This design comes from an exercise in tuning for small area, a short achievable clock period and few clock cycles per item on the open sky130 flow, not from production work.
Only simulation tests tie the RTL to the original design; equivalence was not proved.

==> design.v <==
module flk_digest (
    input  wire          clk,
    input  wire          rst,
    input  wire          start,
    input  wire [63:0]   sec,
    input  wire [15:0]   tick_k,
    input  wire [15:0]   gen,
    input  wire [63:0]   ltc,
    input  wire [95:0]   dout,
    input  wire [63:0]   trip,
    input  wire [63:0]   bf_trip,
    input  wire [63:0]   wsum,
    input  wire [63:0]   wcnt,
    output wire          busy,
    output reg           done,
    output wire [127:0]  digest
);
    wire [511:0] rec = {wcnt, wsum, bf_trip, trip, dout, ltc, gen, tick_k, sec};
    reg [511:0] rec_words;
    integer i;
    always @(*) begin
        for (i = 0; i < 64; i = i + 1)
            rec_words[511 - 8*i -: 8] = rec[8*i +: 8];
    end
    function [63:0] csa;   
        input [31:0] x, y, z;
        begin
            csa[31:0]  = x ^ y ^ z;
            csa[63:32] = {((x[30:0] & y[30:0]) | (x[30:0] & z[30:0]) | (y[30:0] & z[30:0])), 1'b0};
        end
    endfunction
    function [31:0] add_sk;   
        input [31:0] x, y;
        reg [31:0] gg, pp, ng, np;
        integer l, j, k;
        begin
            gg = x & y;
            pp = x ^ y;
            for (l = 0; l < 5; l = l + 1) begin
                ng = gg;
                np = pp;
                for (j = 0; j < 32; j = j + 1)
                    if ((j >> l) & 1) begin
                        k = ((j >> l) << l) - 1;
                        ng[j] = gg[j] | (pp[j] & gg[k]);
                        np[j] = pp[j] & pp[k];
                    end
                gg = ng;
                pp = np;
            end
            add_sk = (x ^ y) ^ {gg[30:0], 1'b0};
        end
    endfunction
    reg          running;
    reg  [7:0]   n;
    reg  [31:0]  a, b, c, d, e, f, g;
    reg  [31:0]  p;             
    reg  [511:0] w;             
    reg  [31:0]  kp;            
    reg s_setup, s_w1, s_w4, s_w0, s_ff, s_f63, s_inj, s_rot, s_tail, s_gq, s_fin;
    assign busy = running;
    wire [31:0] w0  = w[511:480];
    wire [31:0] w1  = w[479:448];
    wire [31:0] w4  = w[383:352];
    wire [31:0] w9  = w[223:192];
    wire [31:0] w14 = w[63:32];
    wire [31:0] w15 = w[31:0];
    reg [31:0] kp_lo;
    always @(*) begin
        case (n[6:0])
            7'd0: kp_lo = 32'h71374491;
            7'd1: kp_lo = 32'hb5c0fbcf;
            7'd2: kp_lo = 32'he9b5dba5;
            7'd3: kp_lo = 32'h3956c25b;
            7'd4: kp_lo = 32'h59f111f1;
            7'd5: kp_lo = 32'h923f82a4;
            7'd6: kp_lo = 32'hab1c5ed5;
            7'd7: kp_lo = 32'hd807aa98;
            7'd8: kp_lo = 32'h12835b01;
            7'd9: kp_lo = 32'h243185be;
            7'd10: kp_lo = 32'h550c7dc3;
            7'd11: kp_lo = 32'h72be5d74;
            7'd12: kp_lo = 32'h80deb1fe;
            7'd13: kp_lo = 32'h9bdc06a7;
            7'd14: kp_lo = 32'hc19bf174;
            7'd15: kp_lo = 32'he49b69c1;
            7'd16: kp_lo = 32'hefbe4786;
            7'd17: kp_lo = 32'h0fc19dc6;
            7'd18: kp_lo = 32'h240ca1cc;
            7'd19: kp_lo = 32'h2de92c6f;
            7'd20: kp_lo = 32'h4a7484aa;
            7'd21: kp_lo = 32'h5cb0a9dc;
            7'd22: kp_lo = 32'h76f988da;
            7'd23: kp_lo = 32'h983e5152;
            7'd24: kp_lo = 32'ha831c66d;
            7'd25: kp_lo = 32'hb00327c8;
            7'd26: kp_lo = 32'hbf597fc7;
            7'd27: kp_lo = 32'hc6e00bf3;
            7'd28: kp_lo = 32'hd5a79147;
            7'd29: kp_lo = 32'h06ca6351;
            7'd30: kp_lo = 32'h14292967;
            7'd31: kp_lo = 32'h27b70a85;
            7'd32: kp_lo = 32'h2e1b2138;
            7'd33: kp_lo = 32'h4d2c6dfc;
            7'd34: kp_lo = 32'h53380d13;
            7'd35: kp_lo = 32'h650a7354;
            7'd36: kp_lo = 32'h766a0abb;
            7'd37: kp_lo = 32'h81c2c92e;
            7'd38: kp_lo = 32'h92722c85;
            7'd39: kp_lo = 32'ha2bfe8a1;
            7'd40: kp_lo = 32'ha81a664b;
            7'd41: kp_lo = 32'hc24b8b70;
            7'd42: kp_lo = 32'hc76c51a3;
            7'd43: kp_lo = 32'hd192e819;
            7'd44: kp_lo = 32'hd6990624;
            7'd45: kp_lo = 32'hf40e3585;
            7'd46: kp_lo = 32'h106aa070;
            7'd47: kp_lo = 32'h19a4c116;
            7'd48: kp_lo = 32'h1e376c08;
            7'd49: kp_lo = 32'h2748774c;
            7'd50: kp_lo = 32'h34b0bcb5;
            7'd51: kp_lo = 32'h391c0cb3;
            7'd52: kp_lo = 32'h4ed8aa4a;
            7'd53: kp_lo = 32'h5b9cca4f;
            7'd54: kp_lo = 32'h682e6ff3;
            7'd55: kp_lo = 32'h748f82ee;
            7'd56: kp_lo = 32'h78a5636f;
            7'd57: kp_lo = 32'h84c87814;
            7'd58: kp_lo = 32'h8cc70208;
            7'd59: kp_lo = 32'h90befffa;
            7'd60: kp_lo = 32'ha4506ceb;
            7'd61: kp_lo = 32'hbef9a3f7;
            7'd62: kp_lo = 32'h307b5f59;
            7'd63: kp_lo = 32'h1e6afcb1;
            7'd64: kp_lo = 32'h71374491;
            7'd65: kp_lo = 32'hb5c0fbcf;
            7'd66: kp_lo = 32'he9b5dba5;
            7'd67: kp_lo = 32'h3956c25b;
            7'd68: kp_lo = 32'h59f111f1;
            7'd69: kp_lo = 32'h923f82a4;
            7'd70: kp_lo = 32'hab1c5ed5;
            7'd71: kp_lo = 32'hd807aa98;
            7'd72: kp_lo = 32'h12835b01;
            7'd73: kp_lo = 32'h243185be;
            7'd74: kp_lo = 32'h550c7dc3;
            7'd75: kp_lo = 32'h72be5d74;
            7'd76: kp_lo = 32'h80deb1fe;
            7'd77: kp_lo = 32'h9bdc06a7;
            7'd78: kp_lo = 32'hc19bf374;
            7'd79: kp_lo = 32'h649b69c1;
            7'd80: kp_lo = 32'hf0fe4786;
            7'd81: kp_lo = 32'h0fe1edc6;
            7'd82: kp_lo = 32'h240cf254;
            7'd83: kp_lo = 32'h4fe9346f;
            7'd84: kp_lo = 32'h6cc984be;
            7'd85: kp_lo = 32'h61b9411e;
            7'd86: kp_lo = 32'h16f988fa;
            7'd87: kp_lo = 32'hf2c65152;
            7'd88: kp_lo = 32'ha88e5a6d;
            7'd89: kp_lo = 32'hb019fc65;
            7'd90: kp_lo = 32'hb9d99ec7;
            7'd91: kp_lo = 32'h9a1231c3;
            7'd92: kp_lo = 32'he70eeaa0;
            7'd93: kp_lo = 32'hfdb1232b;
            7'd94: kp_lo = 32'hc7353eb0;
            7'd95: kp_lo = 32'h3069bad5;
            7'd96: kp_lo = 32'hcb976d5f;
            7'd97: kp_lo = 32'h5a0f118f;
            7'd98: kp_lo = 32'hdc1eeefd;
            7'd99: kp_lo = 32'h0a35b689;
            7'd100: kp_lo = 32'hde0b7a04;
            7'd101: kp_lo = 32'h58f4ca9d;
            7'd102: kp_lo = 32'he15d5b16;
            7'd103: kp_lo = 32'h007f3e86;
            7'd104: kp_lo = 32'h37088980;
            7'd105: kp_lo = 32'ha507ea32;
            7'd106: kp_lo = 32'h6fab9537;
            7'd107: kp_lo = 32'h17406110;
            7'd108: kp_lo = 32'h0d8cd6f1;
            7'd109: kp_lo = 32'hcdaa3b6d;
            7'd110: kp_lo = 32'hc0bbbe37;
            7'd111: kp_lo = 32'h83613bda;
            7'd112: kp_lo = 32'hdb48a363;
            7'd113: kp_lo = 32'h0b02e931;
            7'd114: kp_lo = 32'h6fd15ca7;
            7'd115: kp_lo = 32'h521afaca;
            7'd116: kp_lo = 32'h31338431;
            7'd117: kp_lo = 32'h6ed41a95;
            7'd118: kp_lo = 32'h6d437890;
            7'd119: kp_lo = 32'hc39c91f2;
            7'd120: kp_lo = 32'h9eccabbd;
            7'd121: kp_lo = 32'hb5c9a0e6;
            7'd122: kp_lo = 32'h532fb63c;
            7'd123: kp_lo = 32'hd2c741c6;
            7'd124: kp_lo = 32'h07237ea3;
            7'd125: kp_lo = 32'ha4954b68;
            7'd126: kp_lo = 32'h4c191d76;
            7'd127: kp_lo = 32'ha54ff53a;
        endcase
    end
    wire [31:0] kp_next = n[7] ? 32'h0 : kp_lo;    
    wire [31:0] wop = ({32{s_w1}} & w1) | ({32{s_w4}} & w4) | ({32{s_w0}} & w0);
    wire [31:0] S1  = {e[5:0], e[31:6]} ^ {e[10:0], e[31:11]} ^ {e[24:0], e[31:25]};
    wire [31:0] ch  = (e & f) ^ (~e & g);
    wire [31:0] S0  = {a[1:0], a[31:2]} ^ {a[12:0], a[31:13]} ^ {a[21:0], a[31:22]};
    wire [31:0] maj = (a & b) | (a & c) | (b & c);
    wire [63:0] cx  = csa(p, S1, ch);                   
    wire [63:0] ca2 = csa(cx[31:0], cx[63:32], S0);
    wire [63:0] ca3 = csa(ca2[31:0], ca2[63:32], maj);
    wire [31:0] a_n = add_sk(ca3[31:0], ca3[63:32]);
    wire [63:0] ce2 = csa(cx[31:0], cx[63:32], d);
    wire [31:0] e_n = add_sk(ce2[31:0], ce2[63:32]);
    wire [63:0] cp1 = csa(s_gq ? c : g, wop, kp);
    wire [31:0] p_n = add_sk(cp1[31:0], cp1[63:32]);
    wire [31:0] d_n = c + (({32{s_f63}} & 32'he7046c18) | ({32{s_ff}} & 32'ha54ff53a));
    wire [31:0] s0w = {w1[6:0], w1[31:7]} ^ {w1[17:0], w1[31:18]} ^ (w1 >> 3);
    wire [31:0] s1w = {w14[16:0], w14[31:17]} ^ {w14[18:0], w14[31:19]} ^ (w14 >> 10);
    wire [63:0] cw1 = csa(s1w, s0w, w9);
    wire [63:0] cw2 = csa(cw1[31:0], cw1[63:32], w0);
    wire [31:0] wnew = add_sk(cw2[31:0], cw2[63:32]);
    wire [31:0] w15_n = s_inj ? c : s_rot ? w0 : s_tail ? p : wnew;
    wire go = start && !running;
    wire [7:0] n1 = go ? 8'd0 : n + 8'd1;    
    always @(posedge clk) begin
        if (rst) begin
            running <= 1'b0;
            done    <= 1'b0;
        end else begin
            done <= running && s_fin;
            if (go)
                running <= 1'b1;
            else if (s_fin)
                running <= 1'b0;
        end
    end
    always @(posedge clk) begin
        if (go || running) begin
            n       <= n1;
            s_setup <= (n1 == 8'd0);
            s_w1    <= (n1 <= 8'd63);
            s_f63   <= (n1 == 8'd63);
            s_ff    <= (n1 == 8'd64);
            s_inj   <= (n1 >= 8'd64) && (n1 <= 8'd67);
            s_rot   <= (n1 == 8'd0) || ((n1 >= 8'd68) && (n1 <= 8'd128));
            s_w4    <= (n1 == 8'd127);
            s_w0    <= (n1 >= 8'd128);
            s_gq    <= (n1 >= 8'd128);
            s_tail  <= (n1 >= 8'd129);
            s_fin   <= (n1 == 8'd130);
        end
    end
    always @(posedge clk) begin
        kp <= go ? 32'h9e6afcb1 : kp_next;
        p  <= p_n;
        d  <= d_n;
        if (go) begin
            a <= 32'hbb67ae85;
            b <= 32'h3c6ef372;
            c <= 32'ha54ff53a;
            e <= 32'h9b05688c;
            f <= 32'h1f83d9ab;
            g <= 32'h0;
            w <= {rec_words[31:0], rec_words[511:32]};
        end else begin
            a <= s_setup ? 32'h6a09e667 : a_n;
            e <= s_setup ? 32'h510e527f : e_n;
            if (s_ff) begin
                b <= a + 32'hbb67ae85;
                c <= b + 32'h3c6ef372;
                f <= e + 32'h9b05688c;
                g <= f + 32'h1f83d9ab;
            end else begin
                b <= a;
                c <= b;
                f <= e;
                g <= f;
            end
            w <= {w[479:0], w15_n};
        end
    end
    assign digest = {c, p, w15, w[63:32]};
endmodule
==> flow/run.sh <==
#!/bin/bash
# The standard layout, with the smallest buffer (buf_1) as the port buffer
# that global placement puts on every input and output, and the timing
# repair aiming 6 ns below the clock period.
set -euo pipefail
export BUFFER_PORTS_ARGS="-buffer_cell sky130_fd_sc_hd__buf_1"
export SETUP_SLACK_MARGIN=6
bash standard.sh > standard_flow.log 2>&1
==> standard.sh <==
#!/bin/bash
# synth_recipe.tcl (not shown) runs the flow's synth.tcl, then flattens the netlist and writes it again
# the make line also repeats each setting of config.mk as NAME=value (left out here)
make -C /OpenROAD-flow-scripts/flow DESIGN_CONFIG=/design/flow/config.mk WORK_HOME=/design/flow/orfs CLKGATE_MAP_FILE= SYNTH_SCRIPT=/design/flow/synth_recipe.tcl "${@:-finish}"
==> config.mk <==
export PLATFORM = sky130hd
export DESIGN_NAME = flk_digest
export DESIGN_NICKNAME = flk_digest
export VERILOG_FILES = /design/flow/design.v
export SDC_FILE = /design/flow/constraint.sdc
export NUM_CORES = 4
export LEC_CHECK = 0
export CAP_MARGIN = 20
export CORE_MARGIN = 2
export CORE_UTILIZATION = 50
export CTS_BUF_LIST = sky130_fd_sc_hd__clkbuf_8
export CTS_CLUSTER_DIAMETER = 60
export CTS_CLUSTER_SIZE = 16
export SLEW_MARGIN = 20
==> constraint.sdc <==
create_clock -name core_clock -period 10.0 [get_ports {clk}]
set_input_delay 2.0000 -clock core_clock [delete_from_list [all_inputs] [get_ports {clk}]]
set_output_delay 2.0000 -clock core_clock [all_outputs]
set_load 0.01 [all_outputs]
==> parameters.txt, run 1 <==
Parameter                              Value

Outcome
  Result of the run ... no timing/DRC/antenna violations

Setup path
  Cell Chain, Critical Path ... buf_4 -> xor2_2 -> xnor2_2 -> fa_1 -> inv_1 -> fa_1 -> fa_1 -> ha_4 -> a21oi_1 -> o21ai_1 -> a21oi_1 -> a211oi_4 -> buf_6 -> o22a_4 -> fa_2 -> or3_1
  CP delay by family, top ... adder cells
  Most frequent cell on the critical path ... sky130_fd_sc_hd__fa_1
  Worst path buffer plus inverter count ... 3
  Kind of start point of the critical path ... flop
  CP Max Fanout ... 4
  Worst path slowest cell ... sky130_fd_sc_hd__fa_1
  Critical setup path kind ... flop to flop
  Endpoint required time on the critical path ... ~11,000 ps
  Critical Path End Type ... flop
  Delay of the slowest cell on the worst path ... 490 ps
  CP Data Arrival Time ... 5400 ps

Route
  Initial drt markers ... 5,767
  DR WL met2 ... approximately 93 mm
  DR WL/cell ... 26.4 um
  Routed wire length ... 209 mm
  Count of TritonRoute iterations in the first routing pass ... 10
  Number of DRC violations after detailed routing ... 0
  Routed wl met3 ... 22.8 mm
  Met1 Routed Length ... 82.4 mm
  Via count of the routed design ... 45,600
  Highest metal layer with signal wires ... met5
  Post-route ant nets ... 0
  Number of vias per cell after detailed routing ... roughly 5.8

Global route
  Vias in the first global route ... 42,200
  Total routing resource utilization after global routing ... 39.8%
  Wire length of the first global-routing pass ... 288 mm
  Overflow left after global routing ... 0
  Pin count of the biggest net entering global routing ... 215
  Antenna violations before repair ... 32

Synthesis
  Netlist cell types ... 85
  Most area-consuming cells after synthesis ... sky130_fd_sc_hd__dfxtp_1, sky130_fd_sc_hd__nand2_1, sky130_fd_sc_hd__fa_1, sky130_fd_sc_hd__xnor2_1, sky130_fd_sc_hd__ha_1
  Ys flop type ... sky130_fd_sc_hd__dfxtp_1
  Post-synthesis cell area ... 48,700 um2
  Most instantiated library cell after synthesis ... sky130_fd_sc_hd__nand2_1
  Synth Area in Compound Gates ... 13.1%
  Gate count after technology mapping ... 6,044
  Largest family of logic cells by synthesized area ... simple AND/OR/NAND/NOR gates
  Synth Area in Adders ... 14.0%
  Count of flip-flops with a built-in enable after synthesis ... 18
  Total of warnings raised by yosys ... 1
  Xor and xnor area share after synthesis ... 9.01%
  Nets in the synthesized netlist ... 6,948
  Portion of the post-synthesis area used by sequential elements ... 35.4%
  Area share of the largest cell type after synthesis ... between 30% and 40%
  Ys async rst share ... 0%
  Commonest cells in the netlist ... sky130_fd_sc_hd__nand2_1, sky130_fd_sc_hd__dfxtp_1, sky130_fd_sc_hd__xnor2_1
  Syn Area/Cell ... 8.06 um2
  Cell taking the most area after synthesis ... sky130_fd_sc_hd__dfxtp_1
  Portion of netlist area occupied by mux cells ... 1.69%
  Post-synthesis simple-gate area fraction ... about a fifth
  Number of register bits inferred by synthesis ... 852

Finish
  Area overhead of the layout relative to synthesis ... 18.3%
  Share of post-route cells with drive strength above 1 ... around an eighth
  Final #Nets ... about 7,400
  Utilization after layout ... 59.6%

Min path
  Hold WC Path Type ... flop to flop

Timing
  Least-Margin Pin Slew ... 1160 ps
  Final worst-path cycle share ... 47.4%
  Final-report setup violation count ... 0
  PnR worst setup slack ... 5260 ps
  Time the final worst path needs with I/O delays and setup ... around 4700 ps
  Max Freq ... around 210 MHz
  Setup_tns ... 0 ps
  Fin. max-slew vios ... 0
  Final-report hold violation count ... 0
  RSZ-0062 raised after global routing ... true
  Max transition margin ... 22.5%
  Post-Route Skew ... 70.0 ps

Clocking
  Number of levels the H-tree was split into ... 3
  TritonCTS buffer count ... 88
  Clock tree from TritonCTS ... built
  Buffer depth of the longest clock path ... 3
  Post-cts hold buffer count ... 0
  Clock insertion delay at the later pin of the skew report ... slightly above 800 ps
  Clock Root Buffer ... sky130_fd_sc_hd__clkbuf_8
  Clock-pin slew reported for the worst setup and hold paths after clock tree synthesis ... 100 ps
  Clock Sink Count ... 852

Die
  Core area ... between 90,000 and 100,000 um2
  Height of the chip ... 316 um
  Effective utilization at floorplan ... 50.4%
  Width of the chip ... between 300 and 400 um
  # IOs ... 645
  Total number of placement rows ... 114
  Area of the die ... 99,900 um2

Job
  Total of max-cap violations ... 0

Place
  Count of input and output buffers ... roughly 640
  Placer's final routability congestion estimate ... 1.02
  Minimum setup slack after placement ... 3930 ps
  Dpl hpwl ... 154 mm
stage by stage:
step	instance area, um2	cells	hold slack (ps)
4_1_cts	55800	7816	386
2_1_floorplan	48900	6044	374
3_3_place_gp	51300	7566	401
5_1_grt	57600	7896	417
3_5_place_dp	51300	7566	405
6_report	57600	7901	388
cell families after synthesis:
group	after synthesis
AOI/OAI and AO/OA	1008
xor gates and xnor gates	501
DFF	852
and+or+nand+nor	2415
adders and majority gates	422
buffers and inverters	766
muxes	80
worst register-to-register path, delay by kind of cell (launching register included):
kind	cells	cell delay, ps
buffers and inverters	3	450
DFF	1	370
AOI/OAI and AO/OA	5	880
adders and majority gates	5	2160
xor gates and xnor gates	2	380
and+or+nand+nor	1	350
sequential cells by signal (all words and copies together), names as in the netlist, 8 cells and up:
| register | count |
|---|---|
| d | 32 |
| e | 32 |
| kp | 32 |
| n | 8 |
| kp_lo | 32 |
| g | 32 |
| b | 32 |
| w | 512 |
| c | 32 |
| a | 32 |
| p | 32 |
| f | 32 |
metal layers:
layer | track usage [%] | up-vias
met4 | 17.3 | 10
met1 | 53.1 | 22000
met5 | 0 | -
met3 | 10.0 | 483
li1 | - | 20700
met2 | 61.2 | 2351
what timing repair did:
action                                  4_1_cts  5_1_grt
gates resized for setup                     435      265
pin swaps                                   152      163
gates cloned                                  3        3
endpoints found under the setup margin      151      134
setup buffers                                89       56
path summary, 6_finish.rpt:
kind              startpoint  endpoint  slack, ps  depth (start not counted)
setup / recovery       e[15]     a[16]       5260                         16
setup reg to reg       e[15]     a[16]       5260                         16
hold reg to reg       w[391]    w[423]        390                          2
hold / removal        w[391]    w[423]        390                          2
area by class of cell:
cell class,count,area (um2)
antenna,26,65.1
clock buffer,95,1310
clock inverter,63,698
fill,8962,39000
inverter,307,1160
multi-input combinational,4428,30800
sequential,852,17500
tap,1276,1600
timing repair buffer,854,4490
cell usage in the layout, fill, tap and decap left out, types with 61 or more instances in the layout:
cell and n:
sky130_fd_sc_hd__nand2_1 1702, sky130_fd_sc_hd__dfxtp_1 743, sky130_fd_sc_hd__buf_1 643, sky130_fd_sc_hd__nor2_1 303, sky130_fd_sc_hd__inv_1 293, sky130_fd_sc_hd__xnor2_1 267, sky130_fd_sc_hd__a21oi_1 246, sky130_fd_sc_hd__o21ai_0 210
sky130_fd_sc_hd__fa_1 198, sky130_fd_sc_hd__buf_4 149, sky130_fd_sc_hd__ha_1 144, sky130_fd_sc_hd__xor2_1 140, sky130_fd_sc_hd__clkbuf_8 95, sky130_fd_sc_hd__nand3_1 73, sky130_fd_sc_hd__mux2i_1 68, sky130_fd_sc_hd__xnor2_2 62
sky130_fd_sc_hd__nor3_1 61
Testbench counts, summed over its fixed seeds: cycles 158,400, items 1,200.
==> run 2, diff against run 1 <==
--- a/config.mk
+++ b/config.mk
@@ -7,8 +7,9 @@
 export LEC_CHECK = 0
 export CAP_MARGIN = 20
 export CORE_MARGIN = 2
-export CORE_UTILIZATION = 50
+export CORE_UTILIZATION = 55
 export CTS_BUF_LIST = sky130_fd_sc_hd__clkbuf_8
 export CTS_CLUSTER_DIAMETER = 60
 export CTS_CLUSTER_SIZE = 16
+export PLACE_DENSITY = 0.7
 export SLEW_MARGIN = 20
==> run 2 against run 1 <==
  * Cell area decreased by 1.1%
  * Sequential share of layout area rose by 0.37 points
  * Critical path depth down 1
  * Setup slack got worse by 97 ps
  * First-iteration DRC count up 12%
  * Area after synthesis is the same
  * Global-route usage rose by 3.1 points
  * Critical path type unchanged
  * Largest cell class unchanged
==> parameters.txt, run 2 <==
Parameter                              Value

Clocking
  Clock tree from TritonCTS ... built
  Clock-pin slew reported for the worst setup and hold paths after clock tree synthesis ... 100 ps (about the same)
  Post-cts hold buffer count ... 0 (unchanged)
  Clock insertion delay at the later pin of the skew report ... 830 ps (about the same)
  Clock Root Buffer ... sky130_fd_sc_hd__clkbuf_8
  Buffer depth of the longest clock path ... 3 (unchanged)
  Number of levels the H-tree was split into ... 3 (unchanged)
  TritonCTS buffer count ... 82 (-6.8%)
  Clock Sink Count ... 852 (unchanged)

Die
  Area of the die ... 90,900 um2 (-9.0%)
  Total number of placement rows ... 109 (-4.4%)
  Core area ... 88,100 um2 (-8.8%)
  Width of the chip ... 302 um (-4.6%)
  # IOs ... 645 (unchanged)
  Effective utilization at floorplan ... 55.3% (+4.8 points)
  Height of the chip ... 302 um (-4.6%)

Synthesis
  Most instantiated library cell after synthesis ... sky130_fd_sc_hd__nand2_1
  Most area-consuming cells after synthesis ... sky130_fd_sc_hd__dfxtp_1, sky130_fd_sc_hd__nand2_1, sky130_fd_sc_hd__fa_1, sky130_fd_sc_hd__xnor2_1, sky130_fd_sc_hd__ha_1
  Portion of the post-synthesis area used by sequential elements ... 35.4% (unchanged)
  Cell taking the most area after synthesis ... sky130_fd_sc_hd__dfxtp_1
  Nets in the synthesized netlist ... 6,948 (unchanged)
  Number of register bits inferred by synthesis ... 852 (unchanged)
  Syn Area/Cell ... 8.06 um2 (unchanged)
  Count of flip-flops with a built-in enable after synthesis ... 18 (unchanged)
  Ys async rst share ... 0% (unchanged)
  Gate count after technology mapping ... 6,044 (unchanged)
  Post-synthesis cell area ... 48,700 um2 (unchanged)
  Area share of the largest cell type after synthesis ... 34.3% (unchanged)
  Total of warnings raised by yosys ... 1 (unchanged)
  Netlist cell types ... 85 (unchanged)
  Ys flop type ... sky130_fd_sc_hd__dfxtp_1
  Commonest cells in the netlist ... sky130_fd_sc_hd__nand2_1, sky130_fd_sc_hd__dfxtp_1, sky130_fd_sc_hd__xnor2_1

Route
  Post-route ant nets ... 0 (unchanged)
  Initial drt markers ... 6,449 (+12%)
  Number of DRC violations after detailed routing ... 0 (unchanged)
  Count of TritonRoute iterations in the first routing pass ... 11 (+1)
  Number of vias per cell after detailed routing ... 5.95 (+3.2%)
  DR WL/cell ... 26.4 um (about the same)
  Routed wire length ... 204 mm (-2.1%)
  Via count of the routed design ... 46,000 (+0.90%)

Finish
  Flip-flop count of the largest register after layout ... 512 (unchanged)
  Most common cell after layout, fill and taps aside ... sky130_fd_sc_hd__nand2_1
  Final #Nets ... 7,396 (-0.52%)
  Area of all placed cells without fillers ... 56,900 um2 (-1.1%)
  Area overhead of the layout relative to synthesis ... 17.0%
  Register ranked first by flip-flop count ... w
  Non-filler cells in the finished layout ... 7,728 (-2.2%)
  Utilization after layout ... 64.6% (+5.0 points)
  Share of post-route cells with drive strength above 1 ... 12.6% (-0.32 points)
  Highest-count cells in the layout ignoring fill and taps ... sky130_fd_sc_hd__nand2_1, sky130_fd_sc_hd__dfxtp_1, sky130_fd_sc_hd__buf_1

Timing
  Fin. max-slew vios ... 0 (unchanged)
  Time the final worst path needs with I/O delays and setup ... 4830 ps (+97.1 ps)
  Max transition margin ... 19.0% (-3.6 points)
  Least-Margin Pin Slew ... 1220 ps (+53.5 ps)
  RSZ-0062 raised after global routing ... true
  Final-report hold violation count ... 0 (unchanged)
  PnR worst setup slack ... 5170 ps (-97.1 ps)
  Final worst-path cycle share ... 48.3% (+0.97 points)
  Setup_tns ... 0 ps (unchanged)
  Max Freq ... 207 MHz (-2.0%)
  Post-Route Skew ... 31.4 ps (-38.6 ps)
  Final-report setup violation count ... 0 (unchanged)

Global route
  Wire length of the first global-routing pass ... 283 mm (-1.7%)
  Total routing resource utilization after global routing ... 42.9% (+3.1 points)
  Pin count of the biggest net entering global routing ... 265 (+23%)
  Overflow left after global routing ... 0 (unchanged)
  Antenna violations before repair ... 23 (-28%)
  Vias in the first global route ... 42,200 (-0.028%)

Place
  Placer's final routability congestion estimate ... 1.07 (+4.6%)
  Count of input and output buffers ... 644 (unchanged)
  Cell count after placement ... 7,443 (-1.6%)
  Dpl hpwl ... 151 mm (-2.3%)
  Cell Area, Placed ... 51,100 um2 (-0.45%)
  Minimum setup slack after placement ... 3910 ps (-16.9 ps)

Setup path
  Worst path slowest cell ... sky130_fd_sc_hd__fa_1
  Delay of the slowest cell on the worst path ... 490 ps (about the same)
  Endpoint required time on the critical path ... 10,710 ps (+40 ps)
  Cell Chain, Critical Path ... buf_4 -> xor2_1 -> xnor2_1 -> fa_1 -> inv_1 -> fa_1 -> fa_1 -> ha_1 -> a21oi_1 -> o21ai_1 -> a21oi_1 -> a211oi_4 -> o22a_1 -> fa_1 -> or3_1
  Kind of start point of the critical path ... flop
  Critical setup path kind ... flop to flop
  Critical Path End Type ... flop
  Worst path buffer plus inverter count ... 2 (-1)
  CP Max Fanout ... 4 (unchanged)
  CP delay by family, top ... adder cells
  Most frequent cell on the critical path ... sky130_fd_sc_hd__fa_1
  CP Data Arrival Time ... 5540 ps (+140 ps)

Min path
  Hold WC Path Type ... flop to flop

Outcome
  Result of the run ... no timing/DRC/antenna violations

Job
  Total of max-cap violations ... 0 (unchanged)
[run 2: logic make-up after synthesis]
| family | after synthesis | share of synthesized area (%) |
|---|---|---|
| fa+ha+maj | 422 | 14.0 |
| flops | 852 | 35.4 |
| compound gates | 1008 | 13.1 |
| buf+inv | 766 | 6.48 |
| simple gates | 2415 | 20.3 |
| xor+xnor | 501 | 9.01 |
| mux | 80 | 1.69 |
[run 2: layout make-up]
cell class	instances	area (um2)
fill	7705	31200
multi-input combinational	4428	30900
sequential	852	17500
timing repair buffer	821	4170
tap	1165	1460
clock buffer	88	1210
inverter	307	1170
clock inverter	46	465
antenna	21	52.6
[run 2: path summary, 6_finish.rpt]
check                 to  startpoint  cells past startpoint  slack [ps]
hold / removal    w[417]      w[385]                      2         400
setup reg to reg   a[16]       e[15]                     15        5170
hold reg to reg   w[417]      w[385]                      2         400
setup / recovery   a[16]       e[15]                     15        5170
[run 2: per-layer routing]
layer  GRT usage, %  vias up  part of all wire [%]
li1               -    20600                     -
met1           55.7    21800                    38
met2           63.2     2969                    43
met3           14.9      619                    13
met4           21.7       16                   5.9
met5              0        -                 0.052
[run 2: what timing repair did]
item | 4_1_cts | 5_1_grt
gates resized for setup | 430 | 267
pin swaps | 131 | 164
gates cloned | 5 | 2
buffers inserted | 73 | 50
setup endpoints to repair | 191 | 124
[run 2: stage by stage]
| stage | hold slack (ps) |
|---|---|
| 4_1_cts | 411 |
| 3_5_place_dp | 403 |
| 2_1_floorplan | 374 |
| 6_report | 397 |
| 5_1_grt | 427 |
| 3_3_place_gp | 402 |
[run 2: worst reg2reg max path: cells and delay by family, from the launching register on]
kind	cells	cell delay, ps
AOI/OAI and AO/OA	5	1060
xor gates and xnor gates	2	420
adders and majority gates	5	2210
buffers and inverters	2	290
DFF	1	390
and+or+nand+nor	1	350
==> run 3, diff against run 2 <==
--- a/config.mk
+++ b/config.mk
@@ -7,9 +7,6 @@
 export LEC_CHECK = 0
 export CAP_MARGIN = 20
 export CORE_MARGIN = 2
-export CORE_UTILIZATION = 55
+export CORE_UTILIZATION = 50
 export CTS_BUF_LIST = sky130_fd_sc_hd__clkbuf_8
-export CTS_CLUSTER_DIAMETER = 60
-export CTS_CLUSTER_SIZE = 16
-export PLACE_DENSITY = 0.7
 export SLEW_MARGIN = 20
==> run 3 against run 2 <==
  * Sequential cell count stayed put
  * Routed wire length rose by 2.6%
  * Synthesized cell count unchanged
  * Worst hold slack improved by 10 ps
==> parameters.txt, run 3 <==
Parameter                              Value

Outcome
  Result of the run ... no timing/DRC/antenna violations

Clocking
  TritonCTS buffer count ... 154 (+88%)
  Clock tree from TritonCTS ... built
  Number of levels the H-tree was split into ... 4 (+1)
  Post-cts hold buffer count ... 0 (unchanged)
  Clock-pin slew reported for the worst setup and hold paths after clock tree synthesis ... 70 ps (-30 ps)
  Clock Root Buffer ... sky130_fd_sc_hd__clkbuf_8
  Clock insertion delay at the later pin of the skew report ... 870 ps (+40 ps)
  Buffer depth of the longest clock path ... 3 (unchanged)
  Clock Sink Count ... 852 (unchanged)

Timing
  Time the final worst path needs with I/O delays and setup ... 4730 ps (-101 ps)
  Final-report hold violation count ... 0 (unchanged)
  Setup_tns ... 0 ps (unchanged)
  Max transition margin ... 22.3% (+3.4 points)
  RSZ-0062 raised after global routing ... true
  Final-report setup violation count ... 0 (unchanged)
  Fin. max-slew vios ... 0 (unchanged)
  Max Freq ... 211 MHz (+2.1%)
  Post-Route Skew ... 50.2 ps (+18.8 ps)
  Final worst-path cycle share ... 47.3% (-1.0 points)
  Least-Margin Pin Slew ... 1160 ps (-50.7 ps)

Synthesis
  Area share of the largest cell type after synthesis ... 34.3% (unchanged)
  Ys flop type ... sky130_fd_sc_hd__dfxtp_1
  Number of register bits inferred by synthesis ... 852 (unchanged)
  Most instantiated library cell after synthesis ... sky130_fd_sc_hd__nand2_1
  Nets in the synthesized netlist ... 6,948 (unchanged)
  Commonest cells in the netlist ... sky130_fd_sc_hd__nand2_1, sky130_fd_sc_hd__dfxtp_1, sky130_fd_sc_hd__xnor2_1
  Total of warnings raised by yosys ... 1 (unchanged)
  Gate count after technology mapping ... 6,044 (unchanged)
  Syn Area/Cell ... 8.06 um2 (unchanged)
  Most area-consuming cells after synthesis ... sky130_fd_sc_hd__dfxtp_1, sky130_fd_sc_hd__nand2_1, sky130_fd_sc_hd__fa_1, sky130_fd_sc_hd__xnor2_1, sky130_fd_sc_hd__ha_1
  Post-synthesis cell area ... 48,700 um2 (unchanged)
  Cell taking the most area after synthesis ... sky130_fd_sc_hd__dfxtp_1
  Portion of the post-synthesis area used by sequential elements ... 35.4% (unchanged)
  Ys async rst share ... 0% (unchanged)
  Netlist cell types ... 85 (unchanged)
  Count of flip-flops with a built-in enable after synthesis ... 18 (unchanged)

Setup path
  Critical setup path kind ... flop to flop
  Kind of start point of the critical path ... flop
  CP Data Arrival Time ... 5420 ps (-120 ps)
  Destination of the worst register-to-register timing path ... a[19]
  Most frequent cell on the critical path ... sky130_fd_sc_hd__a21o_1
  Register-to-register path setup slack ... 5270 ps (+100 ps)
  CP Max Fanout ... 4 (unchanged)
  Cell Chain, Critical Path ... xor2_2 -> xnor2_2 -> fa_2 -> xnor2_4 -> xor2_2 -> fa_1 -> ha_1 -> a21o_1 -> a221o_1 -> nand4_1 -> a211oi_4 -> buf_6 -> o22a_1 -> buf_6 -> a21o_1 -> a21o_1 -> a21oi_2 -> xor2_1 -> a21oi_1
  Delay of the slowest cell on the worst path ... 560 ps (+70 ps)
  Worst path slowest cell ... sky130_fd_sc_hd__fa_2
  First element of the critical path ... e[8]
  Critical Path End Type ... flop
  FF-to-FF Start ... e[8]
  Worst setup path end ... a[19]
  Endpoint required time on the critical path ... 10,690 ps (-20 ps)
  Worst reg2reg path depth ... 19 (+4)

Die
  Height of the chip ... 316 um (+4.8%)
  Width of the chip ... 316 um (+4.8%)
  Area of the die ... 99,900 um2 (+9.9%)
  Total number of placement rows ... 114 (+4.6%)
  Effective utilization at floorplan ... 50.4% (-4.8 points)
  Core area ... 96,600 um2 (+9.6%)
  # IOs ... 645 (unchanged)

Finish
  Flip-flop count of the largest register after layout ... 512 (unchanged)
  Filler Cells Inserted ... 8,838 (+15%)
  Footprint of the multi-input gates ... 30,900 um2 (unchanged)
  Area overhead of the layout relative to synthesis ... 21.1%
  Share of post-route cells with drive strength above 1 ... 13.9% (+1.4 points)
  Flip-flop and latch area ... 17,500 um2 (about the same)
  Utilization after layout ... 61.1% (-3.6 points)
  Most common cell after layout, fill and taps aside ... sky130_fd_sc_hd__nand2_1
  Highest-count cells in the layout ignoring fill and taps ... sky130_fd_sc_hd__nand2_1, sky130_fd_sc_hd__dfxtp_1, sky130_fd_sc_hd__buf_1
  Final #Nets ... 7,510 (+1.5%)
  Register ranked first by flip-flop count ... w

Global route
  Overflow left after global routing ... 0 (unchanged)
  Pin count of the biggest net entering global routing ... 215 (-19%)
  Antenna violations before repair ... 30 (+30%)
  Vias in the first global route ... 42,900 (+1.7%)
  Wire length of the first global-routing pass ... 289 mm (+2.1%)
  Total routing resource utilization after global routing ... 40.1% (-2.8 points)

Route
  Number of vias per cell after detailed routing ... 5.76 (-3.3%)
  Post-route ant nets ... 0 (unchanged)
  Number of DRC violations after detailed routing ... 0 (unchanged)
  Count of TritonRoute iterations in the first routing pass ... 9 (-2)
  Routed wire length ... 210 mm (+2.6%)
  DR WL/cell ... 26.1 um (-1.1%)
  Initial drt markers ... 5,819 (-9.8%)
  Via count of the routed design ... 46,200 (+0.42%)

Place
  Dpl hpwl ... 154 mm (+2.3%)
  Count of input and output buffers ... 644 (unchanged)
  Placer's final routability congestion estimate ... 1.02 (-4.4%)

Min path
  Hold WC Path Type ... flop to flop
  Start point of the worst hold path ... w[128]

Job
  Total of max-cap violations ... 0 (unchanged)
-- run 3: cell counts after synthesis --
Identical to the previous run, type by type.
-- run 3: metrics by stage --
| step | hold WS (ps) | setup slack [ps] | cells | area [um2] |
|---|---|---|---|---|
| CTS | 405 | 5280 | 7933 | 57100 |
| global placement | 401 | 4000 | 7566 | 51300 |
| detailed placement | 405 | 3930 | 7566 | 51300 |
| floorplan | 374 | 5620 | 6044 | 48900 |
| finish | 407 | 5270 | 8022 | 59000 |
| global route | 431 | 5130 | 8015 | 59000 |
-- run 3: layout make-up --
type	count	share of cell area [%]
clock buffer	195	4.55
timing repair buffer	863	7.62
tap	1276	2.71
sequential	852	29.7
antenna	23	0.0976
clock inverter	78	0.948
inverter	307	1.97
multi-input combinational	4428	52.4
-- run 3: per-layer routing --
| metal | vias up | track usage, % | part of all wire, % |
|---|---|---|---|
| met1 | 22000 | 52.3 | 39 |
| met2 | 2645 | 61.4 | 44 |
| met4 | 20 | 17.8 | 5.0 |
| met3 | 553 | 11.9 | 11 |
| li1 | 20900 | - | - |
| met5 | - | 0 | 0.060 |
-- run 3: cell families after synthesis --
kind of cell | after synthesis | share of synthesized area [%]
flip-flops | 852 | 35.4
multiplexers | 80 | 1.69
AND/OR/NAND/NOR | 2415 | 20.3
adder cells (fa/ha/maj) | 422 | 14.0
AO/OA/AOI/OAI | 1008 | 13.1
XOR/XNOR | 501 | 9.01
buffers and inverters | 766 | 6.48
-- run 3: what timing repair did --
item | 4_1_cts | 5_1_grt
gates resized for setup | 445 | 272
buffers inserted | 92 | 62
pin swaps | 170 | 162
gates cloned | 2 | 4
setup endpoints to repair | 146 | 140
-- run 3: critical path: cells and delay by family (launching register included) --
kind | cells | cell delay [ps]
flops | 1 | 360
buf+inv | 2 | 270
compound gates | 8 | 1370
fa+ha+maj | 3 | 1400
simple gates | 1 | 180
xor+xnor | 5 | 1010
-- run 3: worst min-delay path by stage --
stage,endpoint,slack (ps),cells past startpoint
2_1_floorplan,d[0],370,0
3_3_place_gp,w[339],400,2
3_5_place_dp,w[292],400,2
4_1_cts,w[164],410,2
5_1_grt,w[273],430,2
6_report,w[160],410,2

what the ideal ports hide:
The flow's constraints put no driver on any port. The routed layouts listed below were extracted and timed again, unchanged, in two steps. Step 1 sets driving cells, clkbuf_16 on the clock port and buf_2 on the other inputs (assumed; they add their load-dependent delay and slew). Step 2 also shifts input and output timing later by t, the mid clock arrival at the registers, as if the neighbouring blocks saw the same clock. Three values: no drivers, after step 1, after step 2; two values: the first two.
| run | t (ns) | setup WS [ns] | hold slack, ns | clock arrival spread, ns | worst data-port slew with drivers (ns) |
|---|---|---|---|---|---|
| run 1 | 0.864 | 5.264 / 5.264 / 5.134 | 0.388 / 0.388 / 0.388 | 0.070 / 0.070 | 0.14 |
| run 2 | 0.887 | 5.167 / 5.167 / 5.133 | 0.397 / 0.397 / 0.397 | 0.040 / 0.040 | 0.17 |
| run 3 | 0.913 | 5.269 / 5.269 / 5.054 | 0.407 / 0.407 / 0.407 | 0.051 / 0.051 | 0.15 |
After both steps every run listed still meets setup and hold. The setup slack of run 3, which loses most, moves by 0.000 ns with the drivers and by -0.215 ns with both steps.
